This design comes from an exercise in tuning for small area, a short achievable clock period and few clock cycles per item on the open sky130 flow, not from production work.
Where RTL was checked, it was by simulation tests only, not by an equivalence proof against the original.
Power is estimated from default activity; no workload was simulated.

==> flow/design.v (excerpt) <==
module lath_eval (
    input  wire        clk,
    input  wire        rst,
    input  wire [31:0] origin_x,       
    input  wire [31:0] origin_y,       
    input  wire [31:0] pitch_x,        
    input  wire [31:0] pitch_y,        
    input  wire [31:0] lath_pitch,     
    input  wire [31:0] phase_offset,   
    input  wire [15:0] slant_num,      
    input  wire [15:0] slant_den,      
    input  wire        in_valid,
    output wire        in_ready,
    input  wire [13:0] px,
    input  wire [12:0] py,
    input  wire [1:0]  stripe,
    input  wire [15:0] corr,           
    output reg         out_valid,
    output wire [6:0]  v,
    output reg  [31:0] m,
    output reg  [15:0] corr_o,
    output wire [47:0] xo,             
    output wire [47:0] yo              
);
Size in the first run: roughly 560 flip-flops, roughly 430 I/O pins.
make LEC_CHECK=0 ABC_AREA=1 CAP_MARGIN=40 CORE_MARGIN=2 CORE_UTILIZATION=60 PLACE_DENSITY=0.75 SLEW_MARGIN=70 finish   # period 11.0 ns
run.sh (not shown) runs the stock make flow with config.mk's settings and CLKGATE_MAP_FILE= SYNTH_SCRIPT=/design/flow/synth_recipe.tcl, a recipe that flattens the netlist after the stock synthesis.
Next try:
--- a/flow/design.v
+++ b/flow/design.v
@@ -20,23 +20,27 @@
     output reg  [31:0] m,
     output reg  [15:0] corr_o,
     output wire [47:0] xo,             
     output wire [47:0] yo              
 );
     reg [31:0] lp_r;                   
     reg [34:0] pol_r;                  
     reg [15:0] den_r;
-    reg [18:0] ptx_r, pty_r;
     reg         pol_c;
     wire [17:0] pol_lo;
     wire [16:0] pol_hi;
     wire        pol_clo, pol_chi;
     add_sk #(18) u_pol_lo (.a(phase_offset[17:0]), .b({lp_r[15:0], 2'b00}), .cin(1'b0), .s(pol_lo), .co(pol_clo));
     add_sk #(17) u_pol_hi (.a({3'b0, phase_offset[31:18]}), .b({1'b0, lp_r[31:16]}), .cin(pol_c), .s(pol_hi), .co(pol_chi));
+    always @(posedge clk) begin
+        pol_c <= pol_clo;
+        pol_r <= {pol_hi, pol_lo};
+        den_r <= slant_den;
+    end
     reg  lnz;                          
     always @(posedge clk) lnz <= |lath_pitch;
     reg        a_free;
     reg        f_prei, f_pre, f_pk, f_pka, f_pkw, f_kml, f_h0, f_h, f_p, f_c, f_done;
     reg [5:0]  a_cnt;
     reg        a_last;                 
     reg        pvalid;                 
     reg        yk;                     
@@ -65,24 +69,16 @@
     wire b_any    = b_load | b_loadk | b_loadd;
     wire b_run    = b_busy & ~b_pre & ~b_div;   
     wire inflight_n = accept | (~a_free & ~b_load) | b_load | (b_busy & ~b_last);
     wire f_c_n    = f_p;
     wire f_done_n = (f_c | f_done) & ~b_load;
     wire b_busy_n = b_any | (b_busy & ~b_last);
     wire b_last_n = ~b_any & b_busy & (b_cnt == (b_div ? 5'd18 : 5'd14));
     wire b_div_n  = b_loadd | (b_div & ~b_last);
-    wire o_org_n  = ~b_any & b_run & (b_cnt == 5'd4);    
-    always @(posedge clk) begin
-        pol_c <= pol_clo;
-        pol_r <= o_org_n ? {5'd0, ~origin_y[29], origin_y[28:0]} : {pol_hi, pol_lo};
-        den_r <= slant_den;
-        ptx_r <= pitch_x[18:0];
-        pty_r <= pitch_y[18:0];
-    end
     always @(posedge clk)
         lp_r <= b_div_n ? {16'd0, den_r} : lath_pitch;
     wire bl_n     = (f_c_n | f_done_n) & (~b_busy_n | b_last_n);
     wire a_free_n = (a_free | b_load) & ~in_valid;
     reg [13:0] pxa;
     reg [1:0]  sta;
     reg [12:0] pya;                    
     reg [15:0] corra;
@@ -147,20 +143,20 @@
     add_sk #(35) u_bs3 (.a(b3s), .b(b3c), .cin(1'b1), .s(bs3), .co(bc3));
     wire        g3  = ~bs3[34];
     wire        g2  = ~bs2[34];
     wire        g1  = ~bs1[34];
     wire [31:0] b_next = g3 ? bs3[31:0] : (g2 ? bs2[31:0] : (g1 ? bs1[31:0] : bt[31:0]));
     wire        qh  = g2;
     wire        ql  = g3 | (g1 & ~g2);
     wire [38:0] xx   = ({39{o_dbl}} & {xacc[37:0], 1'b0}) | ({39{o_pass}} & xacc)
-                     | ({39{o_x2}} & {19'd0, ptx_r, 1'b0});
+                     | ({39{o_x2}} & {19'd0, pitch_x[18:0], 1'b0});
     wire [38:0] yx   = ({39{o_dbl}} & {yacc[37:0], 1'b0}) | ({39{o_pass}} & yacc);
-    wire [38:0] xy   = ({39{o_org}} & {9'd0, m_r[29:0]}) | ({39{o_xadd}} & {20'd0, ptx_r});
-    wire [38:0] yy   = ({39{o_org}} & {9'd0, pol_r[29:0]}) | ({39{o_yadd}} & {20'd0, pty_r});
+    wire [38:0] xy   = ({39{o_org}} & {9'd0, ~origin_x[29], origin_x[28:0]}) | ({39{o_xadd}} & {20'd0, pitch_x[18:0]});
+    wire [38:0] yy   = ({39{o_org}} & {9'd0, ~origin_y[29], origin_y[28:0]}) | ({39{o_yadd}} & {20'd0, pitch_y[18:0]});
     wire [38:0] xsum, ysum;
     wire        x_co, y_co;
     add_sk #(39) u_xo (.a(xx), .b(xy), .cin(1'b0), .s(xsum), .co(x_co));
     add_sk #(39) u_yo (.a(yx), .b(yy), .cin(1'b0), .s(ysum), .co(y_co));
     assign v  = vq[7:1];
     assign xo = {{10{~xacc[38]}}, xacc[37:0]};     
     assign yo = {{10{~yacc[38]}}, yacc[37:0]};
     always @(*) begin
@@ -175,18 +171,16 @@
             br <= {7'd0, asum[46:22]};
             bq <= asum[21:0];
         end else begin
             br <= b_next;
             bq <= {bq[19:0], 2'b00};
         end
         if (b_mcap) begin
             m_r    <= b_next & {32{lnz}};
-        end else if (o_org_n) begin
-            m_r    <= {2'd0, ~origin_x[29], origin_x[28:0]};
         end
         if (b_vst)
             vq <= {vq[5:0], qh & lnz, ql & lnz};
         xacc <= xsum;
         yacc <= ysum;
         if (o_dbl) begin
             pxb <= {pxb[10:0], 1'b0};
             pyb <= {pyb[10:0], 1'b0};
@@ -328,17 +322,17 @@
                     b_div  <= 1'b0;
                 end
             end
             b_last  <= ~b_any & b_busy & (b_cnt == (b_div ? 5'd18 : 5'd14));
             b_mcap  <= ~b_any & b_busy & ~b_div & (b_cnt == 5'd9);
             b_vst   <= ~b_any & b_busy & ~b_div & (b_cnt >= 5'd10) & (b_cnt <= 5'd13);
             b_dlast <= ~b_any & b_busy & b_div & (b_cnt == 5'd18);
             o_x2    <= b_load & pxa[13];
-            o_org   <= o_org_n;
+            o_org   <= ~b_any & b_run & (b_cnt == 5'd4);
             o_dbl   <= ~b_any & b_run & (b_cnt <= 5'd13) & (b_cnt != 5'd4);
             o_pass  <= ~(b_load | (~b_any & b_run & (b_cnt <= 5'd13))) |
                        (~b_any & b_run & (b_cnt == 5'd4));
             o_xadd  <= b_load ? pxa[12] :
                        (~b_any & b_run & (b_cnt <= 5'd13) & (b_cnt != 5'd4) &
                         ((b_cnt == 5'd13) | (o_dbl ? pxb[10] : pxb[11])));
             o_yadd  <= b_load ? pya[12] :
                        (~b_any & b_run & (b_cnt <= 5'd13) & (b_cnt != 5'd4) &
Effect: The new run finished clean; flip-flop and latch count goes down by 38; wire length is lower by roughly a tenth; via count goes down by a few percent; die area falls by a few percent; synthesized cell count shrinks by a few percent; register-to-register slack gets better by 0.02 ns; worst setup slack improves by 0.081 ns; final cell count drops by a few percent; total power shrinks by a few percent.
Testbench counts after the change, summed over its fixed seeds: cycles 26,240, items 1,536.
For the first run of this note, only the layout was checked, not whether the RTL still works.

========
lath_eval with an RTL version that a note above also has.
For scale: ~530 flip-flops, ~430 I/O pins.
clock: 11.0 ns
lec_check: 0
abc_area: 1
cap_margin: 60
core_margin: 2
core_utilization: 60
place_density: 0.75
slew_margin: 60
Testbench counts at the start, summed over its fixed seeds: cycles 26,240, items 1,536.
Edit:
--- a/flow/design.v
+++ b/flow/design.v
@@ -147,22 +147,22 @@
     wire [31:0] b_next = g3 ? bs3[31:0] : (g2 ? bs2[31:0] : (g1 ? bs1[31:0] : bt[31:0]));
     wire        qh  = g2;
     wire        ql  = g3 | (g1 & ~g2);
     wire [38:0] xx   = ({39{o_dbl}} & {xacc[37:0], 1'b0}) | ({39{o_pass}} & xacc)
                      | ({39{o_x2}} & {19'd0, pitch_x[18:0], 1'b0});
     wire [38:0] yx   = ({39{o_dbl}} & {yacc[37:0], 1'b0}) | ({39{o_pass}} & yacc);
     wire [38:0] xy   = ({39{o_org}} & {9'd0, ~origin_x[29], origin_x[28:0]}) | ({39{o_xadd}} & {20'd0, pitch_x[18:0]});
     wire [38:0] yy   = ({39{o_org}} & {9'd0, ~origin_y[29], origin_y[28:0]}) | ({39{o_yadd}} & {20'd0, pitch_y[18:0]});
     wire [38:0] xsum, ysum;
     wire        x_co, y_co;
-    add_sk #(39) u_xo (.a(xx), .b(xy), .cin(1'b0), .s(xsum), .co(x_co));
-    add_sk #(39) u_yo (.a(yx), .b(yy), .cin(1'b0), .s(ysum), .co(y_co));
+    add_ks #(39) u_xo (.a(xx), .b(xy), .cin(1'b0), .s(xsum), .co(x_co));
+    add_ks #(39) u_yo (.a(yx), .b(yy), .cin(1'b0), .s(ysum), .co(y_co));
     assign v  = vq[7:1];
     assign xo = {{10{~xacc[38]}}, xacc[37:0]};     
     assign yo = {{10{~yacc[38]}}, yacc[37:0]};
     always @(*) begin
         m      = m_r;
         corr_o = corr_r;
     end
     always @(posedge clk) begin
         if (b_loadd) begin
             br <= nsg ? {16'd0, den_r - 16'd1} : 32'd0;
@@ -364,10 +364,39 @@
                 end else begin : t
                     assign g[(l+1)*(W+1)+i] = g[l*(W+1)+i];
                     assign p[(l+1)*(W+1)+i] = p[l*(W+1)+i];
                 end
             end
         end
     endgenerate
     assign s  = (a ^ b) ^ g[LV*(W+1) +: W];
     assign co = g[LV*(W+1) + W];
 endmodule
+module add_ks #(parameter W = 32) (
+    input  wire [W-1:0] a,
+    input  wire [W-1:0] b,
+    input  wire         cin,
+    output wire [W-1:0] s,
+    output wire         co
+);
+    localparam LV = (W + 1 <= 2)  ? 1 : (W + 1 <= 4)  ? 2 : (W + 1 <= 8)  ? 3 :
+                    (W + 1 <= 16) ? 4 : (W + 1 <= 32) ? 5 : (W + 1 <= 64) ? 6 : 7;
+    wire [(LV+1)*(W+1)-1:0] g, p;
+    assign g[W:0] = {a & b, cin};
+    assign p[W:0] = {a ^ b, 1'b0};
+    genvar l, i;
+    generate
+        for (l = 0; l < LV; l = l + 1) begin : lv
+            for (i = 0; i <= W; i = i + 1) begin : bt
+                if (i >= (1 << l)) begin : c
+                    assign g[(l+1)*(W+1)+i] = g[l*(W+1)+i] | (p[l*(W+1)+i] & g[l*(W+1)+i-(1<<l)]);
+                    assign p[(l+1)*(W+1)+i] = p[l*(W+1)+i] & p[l*(W+1)+i-(1<<l)];
+                end else begin : t
+                    assign g[(l+1)*(W+1)+i] = g[l*(W+1)+i];
+                    assign p[(l+1)*(W+1)+i] = p[l*(W+1)+i];
+                end
+            end
+        end
+    endgenerate
+    assign s  = (a ^ b) ^ g[LV*(W+1) +: W];
+    assign co = g[LV*(W+1) + W];
+endmodule
Outcome: Total power went up by 2.8%. First-iteration DRC count came out higher by about 7%. Hold slack gets worse by 0.0082 ns. Sequential power stays flat. Setup slack is worse by 0.35 ns. Sequential cell count is unchanged. Clock-buffer cell count came out lower by 11.
For the second run of this note, only the layout was checked, not whether the RTL still works.

========
The RTL this note starts from:
==> flow/design.v <==
module lath_eval (
    input  wire        clk,
    input  wire        rst,
    input  wire [31:0] origin_x,       
    input  wire [31:0] origin_y,       
    input  wire [31:0] pitch_x,        
    input  wire [31:0] pitch_y,        
    input  wire [31:0] lath_pitch,     
    input  wire [31:0] phase_offset,   
    input  wire [15:0] slant_num,      
    input  wire [15:0] slant_den,      
    input  wire        in_valid,
    output wire        in_ready,
    input  wire [13:0] px,
    input  wire [12:0] py,
    input  wire [1:0]  stripe,
    input  wire [15:0] corr,           
    output reg         out_valid,
    output wire [6:0]  v,
    output reg  [31:0] m,
    output reg  [15:0] corr_o,
    output wire [47:0] xo,             
    output wire [47:0] yo              
);
    reg [31:0] lp_r;
    reg [33:0] lp3_r;                  
    reg [31:0] po_r;
    reg [15:0] den_r;
    reg [29:0] ox_r, oy_r;
    reg [18:0] ptx_r, pty_r;
    always @(posedge clk) begin
        lp_r  <= lath_pitch;
        lp3_r <= {2'b0, lp_r} + {1'b0, lp_r, 1'b0};
        po_r  <= phase_offset;
        den_r <= slant_den;
        ox_r  <= origin_x[29:0];
        oy_r  <= origin_y[29:0];
        ptx_r <= pitch_x[18:0];
        pty_r <= pitch_y[18:0];
    end
    wire lnz = |lp_r;
    reg        a_free;
    reg        f_prei, f_pre, f_h0, f_h, f_p, f_c, f_done;
    reg [5:0]  a_cnt;
    reg        a_last;                 
    reg        pvalid;                 
    reg        b_busy;
    reg [4:0]  b_cnt;
    reg        b_last;                 
    reg        b_mcap;                 
    reg        b_vst;                  
    reg        o_first, o_org, o_run, o_one;
    assign in_ready = a_free;
    wire accept = in_valid & a_free;
    wire b_load = f_done & (~b_busy | b_last);
    wire inflight_n = accept | (~a_free & ~b_load) | b_load | (b_busy & ~b_last);
    always @(posedge clk) begin
        if (rst) begin
            a_free <= 1'b1;
            {f_prei, f_pre, f_h0, f_h, f_p, f_c, f_done} <= 7'd0;
            a_cnt  <= 6'd0;
            a_last <= 1'b0;
            pvalid <= 1'b0;
            b_busy <= 1'b0;
            b_cnt  <= 5'd0;
            b_last <= 1'b0;
            b_mcap <= 1'b0;
            b_vst  <= 1'b0;
            {o_first, o_org, o_run, o_one} <= 4'd0;
            out_valid <= 1'b0;
        end else begin
            if (accept) begin
                a_free <= 1'b0;
                f_prei <= ~pvalid;
                f_h0   <= pvalid;
            end
            if (f_prei) begin
                f_prei <= 1'b0;
                f_pre  <= 1'b1;
            end
            if (f_pre & a_last) begin
                f_pre  <= 1'b0;
                f_h0   <= 1'b1;
                pvalid <= 1'b1;
            end
            if (f_h0) begin
                f_h0 <= 1'b0;
                f_h  <= 1'b1;
            end
            if (f_h & a_last) begin
                f_h <= 1'b0;
                f_p <= 1'b1;
            end
            if (f_p) begin
                f_p <= 1'b0;
                f_c <= 1'b1;
            end
            if (f_c) begin
                f_c    <= 1'b0;
                f_done <= 1'b1;
            end
            if (b_load) begin
                f_done <= 1'b0;
                a_free <= 1'b1;
            end
            if (f_prei | f_h0 | (f_pre & a_last))
                a_cnt <= 6'd0;
            else
                a_cnt <= a_cnt + 6'd1;
            a_last <= (f_pre & (a_cnt == 6'd38)) | (f_h & (a_cnt == 6'd11)) |
                      (f_pre & a_last & 1'b0);
            out_valid <= b_last;
            if (b_load) begin
                b_busy <= 1'b1;
                b_cnt  <= 5'd0;
            end else if (b_busy) begin
                b_cnt <= b_cnt + 5'd1;
                if (b_last)
                    b_busy <= 1'b0;
            end
            b_last  <= ~b_load & b_busy & (b_cnt == 5'd16);
            b_mcap  <= ~b_load & b_busy & (b_cnt == 5'd12);
            b_vst   <= ~b_load & b_busy & (b_cnt >= 5'd13) & (b_cnt <= 5'd16);
            o_first <= b_load;
            o_org   <= ~b_load & b_busy & (b_cnt == 5'd5);
            o_run   <= b_load | (b_busy & (b_cnt < 5'd15));
            o_one   <= ~b_load & b_busy & (b_cnt == 5'd14);
            if (~inflight_n)
                pvalid <= 1'b0;
        end
    end
    reg [13:0] pxa;
    reg [12:0] pya;                    
    reg [15:0] corra;
    reg [53:0] acc;                    
    reg [15:0] rr;                     
    reg [1:0]  cq;                     
    reg        hbd;                    
    reg [40:0] kq;                     
    reg [15:0] krem;
    wire [15:0] r_add  = f_pre ? {15'd0, kq[40]} : (pya[12] ? krem : 16'd0);
    wire [18:0] r_x    = {2'b0, rr, 1'b0};
    wire [18:0] r_y    = {3'b0, r_add};
    wire [18:0] r_z1   = ~{3'b0, den_r};
    wire [18:0] r_z2   = ~{2'b0, den_r, 1'b0};
    wire [18:0] r_t    = r_x + r_y;
    wire [18:0] r_s1   = (r_x ^ r_y ^ r_z1) + {(r_x & r_y) | (r_x & r_z1) | (r_y & r_z1), 1'b1};
    wire [18:0] r_s2   = (r_x ^ r_y ^ r_z2) + {(r_x & r_y) | (r_x & r_z2) | (r_y & r_z2), 1'b1};
    wire        c1     = ~r_s2[18];
    wire        c0     = ~c1 & ~r_s1[18];
    wire [15:0] r_next = c1 ? r_s2[15:0] : (c0 ? r_s1[15:0] : r_t[15:0]);
    wire [53:0] ay   = ({54{f_h0}} & ~({40'd0, pxa} << 11))
                     | ({54{f_h & hbd}} & {{13{kq[40]}}, kq})
                     | ({54{f_p}} & {22'd0, po_r})
                     | ({54{f_c}} & {{26{corra[15]}}, corra, 12'd0});
    wire        acin = f_h0 | (f_p & (|rr));
    wire [53:0] ax   = f_h ? {acc[52:0], cq[0]} : acc;
    wire        ax0  = ax[0];
    wire        as0  = ax0 ^ ay[0] ^ acin;
    wire        ak1  = (ax0 & ay[0]) | (ax0 & acin) | (ay[0] & acin) | (f_h & cq[1]);
    wire [52:0] ahi  = ax[53:1] + ay[53:1] + {52'd0, ak1};
    wire [53:0] asum = {ahi, as0};
    wire [16:0] nsn  = -{slant_num[15], slant_num};    
    always @(posedge clk) begin
        if (a_free) begin
            pxa   <= px;
            pya   <= py;
            corra <= corr;
            acc   <= {27'd0, px, stripe, 11'd0};         
            rr    <= 16'd0;
        end
        if (f_prei) begin
            kq <= {nsn[15:0], 24'd0, nsn[16]};
            rr <= nsn[16] ? den_r - 16'd1 : 16'd0;
        end
        if (f_pre) begin
            kq <= {kq[39:0], c0};
            rr <= r_next;
            if (a_last) begin
                krem <= r_next;
                rr   <= 16'd0;
            end
        end
        if (f_h0 | (f_h & ~a_last)) begin
            rr  <= r_next;
            cq  <= {c1, c0};
            hbd <= pya[12];
            pya <= {pya[11:0], pya[12]};
        end
        if (f_h0 | f_h | f_p | f_c)
            acc <= asum;
    end
    reg [31:0] br;                     
    reg [27:0] bq;                     
    reg [13:0] pxb;
    reg [13:0] pyb;
    reg [15:0] corrb;
    reg [7:0]  vq;
    reg [39:0] xacc, yacc;
    wire [31:0] b_t0   = {{6{acc[53]}}, acc[53:28]};
    wire [31:0] b_init = acc[53] ? b_t0 + lp_r : b_t0;
    wire [33:0] bt  = {br, bq[27:26]};
    wire [34:0] bs1 = {1'b0, bt} - {3'b0, lp_r};
    wire [34:0] bs2 = {1'b0, bt} - {2'b0, lp_r, 1'b0};
    wire [34:0] bs3 = {1'b0, bt} - {1'b0, lp3_r};
    wire        g3  = ~bs3[34];
    wire        g2  = ~bs2[34];
    wire        g1  = ~bs1[34];
    wire [31:0] b_next = g3 ? bs3[31:0] : (g2 ? bs2[31:0] : (g1 ? bs1[31:0] : bt[31:0]));
    wire        qh  = g2;
    wire        ql  = g3 | (g1 & ~g2);
    wire        xbit = o_one | pxb[13];
    wire        ybit = o_one | pyb[13];
    wire [39:0] xx   = ({40{~o_first & ~o_org}} & {xacc[38:0], 1'b0}) | ({40{o_org}} & xacc);
    wire [39:0] yx   = ({40{~o_first & ~o_org}} & {yacc[38:0], 1'b0}) | ({40{o_org}} & yacc);
    wire [39:0] xy   = ({40{o_org}} & {{10{ox_r[29]}}, ox_r}) | ({40{~o_org & xbit}} & {21'd0, ptx_r});
    wire [39:0] yy   = ({40{o_org}} & {{10{oy_r[29]}}, oy_r}) | ({40{~o_org & ybit}} & {21'd0, pty_r});
    assign v  = vq[7:1];
    assign xo = {{8{xacc[39]}}, xacc};
    assign yo = {{8{yacc[39]}}, yacc};
    always @(posedge clk) begin
        if (b_load) begin
            br    <= b_init;
            bq    <= acc[27:0];
            pxb   <= pxa;
            pyb   <= {1'b0, pya};
            corrb <= corra;
        end else begin
            br <= b_next;
            bq <= {bq[25:0], 2'b00};
        end
        if (b_mcap) begin
            m      <= lnz ? b_next : 32'd0;
            corr_o <= lnz ? corrb : 16'd0;
        end
        if (b_vst)
            vq <= {vq[5:0], qh & lnz, ql & lnz};
        if (o_run) begin
            xacc <= xx + xy;
            yacc <= yx + yy;
            if (~o_org) begin
                pxb <= {pxb[12:0], 1'b0};
                pyb <= {pyb[12:0], 1'b0};
            end
        end
    end
endmodule
clock: 11.0 ns
lec_check: 0
cap_margin: 20
core_margin: 2
core_utilization: 40
slew_margin: 20
Testbench counts at the start, summed over its fixed seeds: cycles 29,568, items 1,536.
==> next run, changes <==
--- a/flow/design.v
+++ b/flow/design.v
@@ -27,4 +27,5 @@
     reg [31:0] po_r;
     reg [15:0] den_r;
+    reg [15:0] sn_r;
     reg [29:0] ox_r, oy_r;
     reg [18:0] ptx_r, pty_r;
@@ -34,4 +35,5 @@
         po_r  <= phase_offset;
         den_r <= slant_den;
+        sn_r  <= slant_num;
         ox_r  <= origin_x[29:0];
         oy_r  <= origin_y[29:0];
@@ -50,5 +52,5 @@
     reg        b_mcap;                 
     reg        b_vst;                  
-    reg        o_first, o_org, o_run, o_one;
+    reg        o_org, o_run, o_dbl, o_xadd, o_yadd;
     assign in_ready = a_free;
     wire accept = in_valid & a_free;
@@ -67,5 +69,5 @@
             b_mcap <= 1'b0;
             b_vst  <= 1'b0;
-            {o_first, o_org, o_run, o_one} <= 4'd0;
+            {o_org, o_run, o_dbl, o_xadd, o_yadd} <= 5'd0;
             out_valid <= 1'b0;
         end else begin
@@ -122,8 +124,11 @@
             b_mcap  <= ~b_load & b_busy & (b_cnt == 5'd12);
             b_vst   <= ~b_load & b_busy & (b_cnt >= 5'd13) & (b_cnt <= 5'd16);
-            o_first <= b_load;
             o_org   <= ~b_load & b_busy & (b_cnt == 5'd5);
             o_run   <= b_load | (b_busy & (b_cnt < 5'd15));
-            o_one   <= ~b_load & b_busy & (b_cnt == 5'd14);
+            o_dbl   <= ~b_load & b_busy & (b_cnt < 5'd15) & (b_cnt != 5'd5);
+            o_xadd  <= b_load ? pxa[13] :
+                       (b_busy & (b_cnt != 5'd5) & ((b_cnt == 5'd14) | (o_org ? pxb[13] : pxb[12])));
+            o_yadd  <= b_load ? 1'b0 :
+                       (b_busy & (b_cnt != 5'd5) & ((b_cnt == 5'd14) | (o_org ? pyb[13] : pyb[12])));
             if (~inflight_n)
                 pvalid <= 1'b0;
@@ -137,4 +142,5 @@
     reg [1:0]  cq;                     
     reg        hbd;                    
+    reg        rnz;                    
     reg [40:0] kq;                     
     reg [15:0] krem;
@@ -154,5 +160,5 @@
                      | ({54{f_p}} & {22'd0, po_r})
                      | ({54{f_c}} & {{26{corra[15]}}, corra, 12'd0});
-    wire        acin = f_h0 | (f_p & (|rr));
+    wire        acin = f_h0 | (f_p & rnz);
     wire [53:0] ax   = f_h ? {acc[52:0], cq[0]} : acc;
     wire        ax0  = ax[0];
@@ -161,5 +167,6 @@
     wire [52:0] ahi  = ax[53:1] + ay[53:1] + {52'd0, ak1};
     wire [53:0] asum = {ahi, as0};
-    wire [16:0] nsn  = -{slant_num[15], slant_num};    
+    wire [15:0] nsn  = ~sn_r + 16'd1;                  
+    wire        nsg  = ~sn_r[15] & (|sn_r);           
     always @(posedge clk) begin
         if (a_free) begin
@@ -171,6 +178,6 @@
         end
         if (f_prei) begin
-            kq <= {nsn[15:0], 24'd0, nsn[16]};
-            rr <= nsn[16] ? den_r - 16'd1 : 16'd0;
+            kq <= {nsn, 24'd0, nsg};
+            rr <= nsg ? den_r - 16'd1 : 16'd0;
         end
         if (f_pre) begin
@@ -190,4 +197,5 @@
         if (f_h0 | f_h | f_p | f_c)
             acc <= asum;
+        rnz <= |rr;
     end
     reg [31:0] br;                     
@@ -198,4 +206,7 @@
     reg [7:0]  vq;
     reg [39:0] xacc, yacc;
+    reg        lnz_o;                  
+    reg [31:0] m_r;
+    reg [15:0] corr_r;
     wire [31:0] b_t0   = {{6{acc[53]}}, acc[53:28]};
     wire [31:0] b_init = acc[53] ? b_t0 + lp_r : b_t0;
@@ -210,11 +221,13 @@
     wire        qh  = g2;
     wire        ql  = g3 | (g1 & ~g2);
-    wire        xbit = o_one | pxb[13];
-    wire        ybit = o_one | pyb[13];
-    wire [39:0] xx   = ({40{~o_first & ~o_org}} & {xacc[38:0], 1'b0}) | ({40{o_org}} & xacc);
-    wire [39:0] yx   = ({40{~o_first & ~o_org}} & {yacc[38:0], 1'b0}) | ({40{o_org}} & yacc);
-    wire [39:0] xy   = ({40{o_org}} & {{10{ox_r[29]}}, ox_r}) | ({40{~o_org & xbit}} & {21'd0, ptx_r});
-    wire [39:0] yy   = ({40{o_org}} & {{10{oy_r[29]}}, oy_r}) | ({40{~o_org & ybit}} & {21'd0, pty_r});
-    assign v  = vq[7:1];
+    wire [39:0] xx   = ({40{o_dbl}} & {xacc[38:0], 1'b0}) | ({40{o_org}} & xacc);
+    wire [39:0] yx   = ({40{o_dbl}} & {yacc[38:0], 1'b0}) | ({40{o_org}} & yacc);
+    wire [39:0] xy   = ({40{o_org}} & {{10{ox_r[29]}}, ox_r}) | ({40{o_xadd}} & {21'd0, ptx_r});
+    wire [39:0] yy   = ({40{o_org}} & {{10{oy_r[29]}}, oy_r}) | ({40{o_yadd}} & {21'd0, pty_r});
+    assign v  = vq[7:1] & {7{lnz_o}};
+    always @(*) begin
+        m      = m_r & {32{lnz_o}};
+        corr_o = corr_r & {16{lnz_o}};
+    end
     assign xo = {{8{xacc[39]}}, xacc};
     assign yo = {{8{yacc[39]}}, yacc};
@@ -231,9 +244,10 @@
         end
         if (b_mcap) begin
-            m      <= lnz ? b_next : 32'd0;
-            corr_o <= lnz ? corrb : 16'd0;
+            m_r    <= b_next;
+            corr_r <= corrb;
+            lnz_o  <= lnz;
         end
         if (b_vst)
-            vq <= {vq[5:0], qh & lnz, ql & lnz};
+            vq <= {vq[5:0], qh, ql};
         if (o_run) begin
             xacc <= xx + xy;
Outcome:
- via count goes down by about 2.8%
- setup slack got worse by 410 ps
- synthesized cell count drops by 4.3%
- utilization shrinks by 0.14 points
- clock skew is lower by 3.7 ps
- count of clock-buffer cells in the layout is unchanged
- combinational power goes down by 6.6%
Only the layout flow was run in the second run of this note; the RTL was not checked for function there.

-- static timing again, ports no longer ideal --
The results above use ideal ports. As a check the final layouts listed here were re-extracted and re-timed, cells and wires unchanged.
Step 1 assumes that a clkbuf_16 drives the clock port and a buf_2 every other input.
Step 2, shift: input delay + t, output delay - t, t = (earliest + latest rising clock arrival at the registers) / 2. This alone moves slack from input paths to output paths.
Slacks: no drivers / after step 1 / after step 2; pairs: no drivers / after step 1.
run | t (ns) | setup slack, ns | clock arrival spread, ns
the first run of note 1 | 0.700 | 6.497 / 6.533 / 5.833 | 0.061 / 0.061
the second run of note 1 | 0.685 | 6.578 / 6.608 / 5.923 | 0.030 / 0.030
the first run of note 2 | 0.676 | 6.538 / 6.575 / 5.899 | 0.022 / 0.022
the second run of note 2 | 0.699 | 6.189 / 6.221 / 5.522 | 0.039 / 0.039
the first run of note 3 | 0.736 | 5.612 / 5.612 / 5.166 | 0.047 / 0.047
the second run of note 3 | 0.706 | 5.197 / 5.197 / 5.197 | 0.052 / 0.052
After both steps every run listed still meets setup and hold. The setup slack of the second run of note 2, which loses most, moves by +0.032 ns with the drivers and by -0.667 ns with both steps.
